This is an optimization exercise on Yosys and OpenROAD, whose aim is small area, a short achievable clock period and few clock cycles, not a production implementation.
In this exercise RTL edits were held to simulation tests only and were not proved equivalent to the original.
No activity file was given, so power comes from the tool's default toggle rates.

## csl_rs_decoder
module csl_rs_decoder (
    input  wire        clk,
    input  wire        rst,
    input  wire        in_valid,
    output wire        in_ready,
    input  wire [7:0]  in_data,
    input  wire        in_last,
    output wire        out_valid,
    input  wire        out_ready,
    output wire        out_uncorr,
    output wire [3:0]  out_nerr,
    output wire [63:0] out_pos,
    output wire [63:0] out_val
);
==> flow/config.mk <==
export PLATFORM = sky130hd
export DESIGN_NAME = csl_rs_decoder
export DESIGN_NICKNAME = csl_rs_decoder
export VERILOG_FILES = /design/flow/design.v
export SDC_FILE = /design/flow/constraint.sdc
export NUM_CORES = 4
export LEC_CHECK = 0
export CAP_MARGIN = 20
export CORE_MARGIN = 2
export CORE_UTILIZATION = 55
export PLACE_DENSITY = 0.65
export SLEW_MARGIN = 20
==> flow/constraint.sdc <==
create_clock -name core_clock -period 10.0 [get_ports {clk}]
set_input_delay 2.0000 -clock core_clock [delete_from_list [all_inputs] [get_ports {clk}]]
set_output_delay 2.0000 -clock core_clock [all_outputs]
set_load 0.01 [all_outputs]
standard.sh (not shown) runs the stock make flow with config.mk's settings and CLKGATE_MAP_FILE= SYNTH_SCRIPT=/design/flow/synth_recipe.tcl, a recipe that flattens the netlist after the stock synthesis.
==> flow/flow/run.sh <==
#!/bin/bash
set -euo pipefail
bash standard.sh SETUP_SLACK_MARGIN=6.8 "BUFFER_PORTS_ARGS=-buffer_cell sky130_fd_sc_hd__buf_2" \
  "CTS_ARGS=-sink_clustering_enable -repair_clock_nets -sink_clustering_size 24 -sink_clustering_max_diameter 120 -buf_list sky130_fd_sc_hd__clkbuf_16" \
  finish > layout_make.log 2>&1
Testbench counts at the start, summed over its fixed seeds: cycles 72,947.
Change:
--- a/flow/design.v
+++ b/flow/design.v
@@ -136,24 +136,25 @@
                    BM_DONE = 4'd9;
   reg [3:0]  bst;
   reg [7:0]  sc   [0:15];   
   reg [7:0]  cp   [0:8];    
   reg [7:0]  bs   [0:8];    
   reg [7:0]  gam;
   reg [7:0]  dlt;           
   reg [7:0]  dacc;          
   reg [3:0]  bl;            
   reg [4:0]  bm_m;          
   reg [3:0]  br;            
   reg        bswap;
+  reg [4:0]  blnew;
   reg [8:0]  bi_oh;         
   reg [8:0]  bj_oh;         
   reg [8:0]  wi_oh;         
   reg [16:0] ps_oh;         
   reg [7:0]  pipe;          
   reg [3:0]  bk;            
   reg [7:0]  bk_oh;
   reg        b_unc;         
   reg [7:0]  b_nm1;         
   wire       bm_idle = (bst == BM_IDLE);
   reg [7:0] c_rd, b_rd, s_rd;
   always @(*) begin
@@ -161,40 +162,27 @@
     b_rd = 8'h00;
     s_rd = 8'h00;
     for (i = 0; i <= 8; i = i + 1) begin
       c_rd = c_rd | ({8{bi_oh[i]}} & cp[i]);
       b_rd = b_rd | ({8{bj_oh[i]}} & bs[i]);
     end
     for (i = 0; i < 16; i = i + 1)
       s_rd = s_rd | ({8{ps_oh[i+1]}} & sc[i]);
   end
   wire [7:0] newc  = gf_mul(gam, c_rd) ^ gf_mul(dlt, b_rd);
   wire [7:0] dsum  = dacc ^ gf_mul(pipe, s_rd);
   wire       d_swap = (dacc != 8'h00) && ({bl, 1'b0} <= {1'b0, br});
-  wire [4:0] d_lsw  = {1'b0, br} + 5'd1 - {1'b0, bl};    
-  wire [4:0] d_lnew = d_swap ? d_lsw : {1'b0, bl};
-  wire [5:0] d_j0   = {2'b00, bl} - {1'b0, bm_m};
-  wire [5:0] d_j1   = {1'b0, d_lsw} - {1'b0, bm_m};
-  wire [4:0] d_s0   = {1'b0, br} - {1'b0, bl} + 5'd1;    
-  wire [4:0] d_s1   = {1'b0, bl};
-  reg  [8:0]  d_bi, d_bj;
-  reg  [16:0] d_ps;
-  always @(*) begin
-    for (i = 0; i <= 8; i = i + 1) begin
-      d_bi[i] = d_swap ? (d_lsw == i) : (bl == i);
-      d_bj[i] = d_swap ? (d_j1 == i) : (d_j0 == i);
-    end
-    for (i = 0; i < 17; i = i + 1)
-      d_ps[i] = d_swap ? (d_s1 == i) : (d_s0 == i);
-  end
+  wire [4:0] d_lnew = d_swap ? ({1'b0, br} + 5'd1 - {1'b0, bl}) : {1'b0, bl};
+  wire [5:0] d_j    = {1'b0, blnew} - {1'b0, bm_m};
+  wire [4:0] d_s    = {1'b0, br} - blnew + 5'd1;       
   reg        xfer;           
   reg        cact;           
   reg        cfin;           
   reg [7:0]  lc   [0:8];
   reg [7:0]  oc   [0:7];
   reg [3:0]  c_rem;          
   reg        c_last;         
   reg        c_good;         
   reg        c_pz;           
   reg [7:0]  c_pos;
   reg [3:0]  nfound;
   reg        s2_v, s2_z;     
@@ -257,25 +245,26 @@
       for (i = 0; i < 16; i = i + 1)
         acc[i] <= acc_nx[i];
   end
   always @(posedge clk) begin
     if (rst) begin
       bst  <= BM_IDLE;
       xfer <= 1'b0;
     end else begin
       xfer <= (bst == BM_DONE) && chien_free;
       case (bst)
         BM_IDLE: if (hand) bst <= BM_INIT;
         BM_INIT: bst <= BM_DEC1;
-        BM_DEC1: bst <= (d_lnew > 5'd8) ? BM_DONE : BM_PASS;
+        BM_DEC1: bst <= (d_lnew > 5'd8) ? BM_DONE : BM_DEC2;
+        BM_DEC2: bst <= BM_PASS;
         BM_PASS: if (bi_oh[0]) bst <= BM_FIN;
         BM_FIN:  bst <= (br == 4'd15) ? ((bl == 4'd0) ? BM_DONE : BM_OPAS) : BM_DEC1;
         BM_OPAS: if (bi_oh[0]) bst <= BM_OFIN;
         BM_OFIN: bst <= BM_OWR;
         BM_OWR:  bst <= (bk + 4'd1 == bl) ? BM_DONE : BM_OPAS;
         BM_DONE: if (chien_free) bst <= BM_IDLE;
         default: bst <= BM_IDLE;
       endcase
     end
     if (hand) begin
       for (i = 0; i < 16; i = i + 1)
         sc[i] <= acc_nx[i];
@@ -291,31 +280,37 @@
           cp[i] <= (i == 0) ? 8'h01 : 8'h00;
           bs[i] <= (i == 0) ? 8'h01 : 8'h00;
         end
         gam   <= 8'h01;
         bl    <= 4'd0;
         bm_m  <= 5'd1;
         br    <= 4'd0;
         b_unc <= 1'b0;
       end
       BM_DEC1: begin
         dlt   <= dacc;
         bswap <= d_swap;
+        blnew <= d_lnew;
         if (d_lnew > 5'd8) b_unc <= 1'b1;
-        else bl <= d_lnew[3:0];
-        bi_oh <= d_bi;
-        bj_oh <= d_bj;
-        ps_oh <= d_ps;
-        pipe  <= 8'h00;
-        dacc  <= 8'h00;
+      end
+      BM_DEC2: begin
+        bl   <= blnew[3:0];
+        for (i = 0; i <= 8; i = i + 1) begin
+          bi_oh[i] <= (blnew == i);
+          bj_oh[i] <= (d_j == i);
+        end
+        for (i = 0; i < 17; i = i + 1)
+          ps_oh[i] <= (d_s == i);
+        pipe <= 8'h00;
+        dacc <= 8'h00;
       end
       BM_PASS: begin
         for (i = 0; i <= 8; i = i + 1)
           if (bi_oh[i] && bswap) bs[i] <= c_rd;
         wi_oh <= bi_oh;
         pipe  <= newc;
         dacc  <= dsum;
         bi_oh <= {1'b0, bi_oh[8:1]};
         bj_oh <= {1'b0, bj_oh[8:1]};
         ps_oh <= {ps_oh[15:0], 1'b0};
         if (bi_oh[0]) begin
           if (bswap) begin
What happened: Sequential share of layout area went up by 0.63 points. Wire length went down by 1.5%. Cell area went down by 0.45%. Total power went down by 21%. Die area went up by 0.56%. First-iteration DRC count went down by 11%. Final cell count went down by 0.96%. Synthesized area went up by 0.56%. Sequential cell count went up by 5.
Testbench counts after the change, summed over its fixed seeds: cycles 73,265.

[what the ideal ports hide]
How much do the figures lean on ideal ports? The routed layouts below were timed once more, with nothing changed but the port constraints.
Step 1 assumes that a clkbuf_16 drives the clock port and a buf_2 every other input.
Step 2 also shifts input and output timing later by t, the mid clock arrival at the registers, as if the neighbouring blocks saw the same clock.
Slacks: no drivers / after step 1 / after step 2; pairs: no drivers / after step 1.
run	shift t [ns]	setup WS [ns]	hold WS [ns]	worst register clock-pin slew, ns
the first run	0.670	6.795 / 6.781 / 6.711	0.455 / 0.455 / 0.455	0.11 / 0.11
the second run	0.680	6.837 / 6.769 / 6.845	0.457 / 0.457 / 0.457	0.10 / 0.10
After both steps every run listed still meets setup and hold. The setup slack of the first run, which loses most, moves by -0.014 ns with the drivers and by -0.084 ns with both steps.
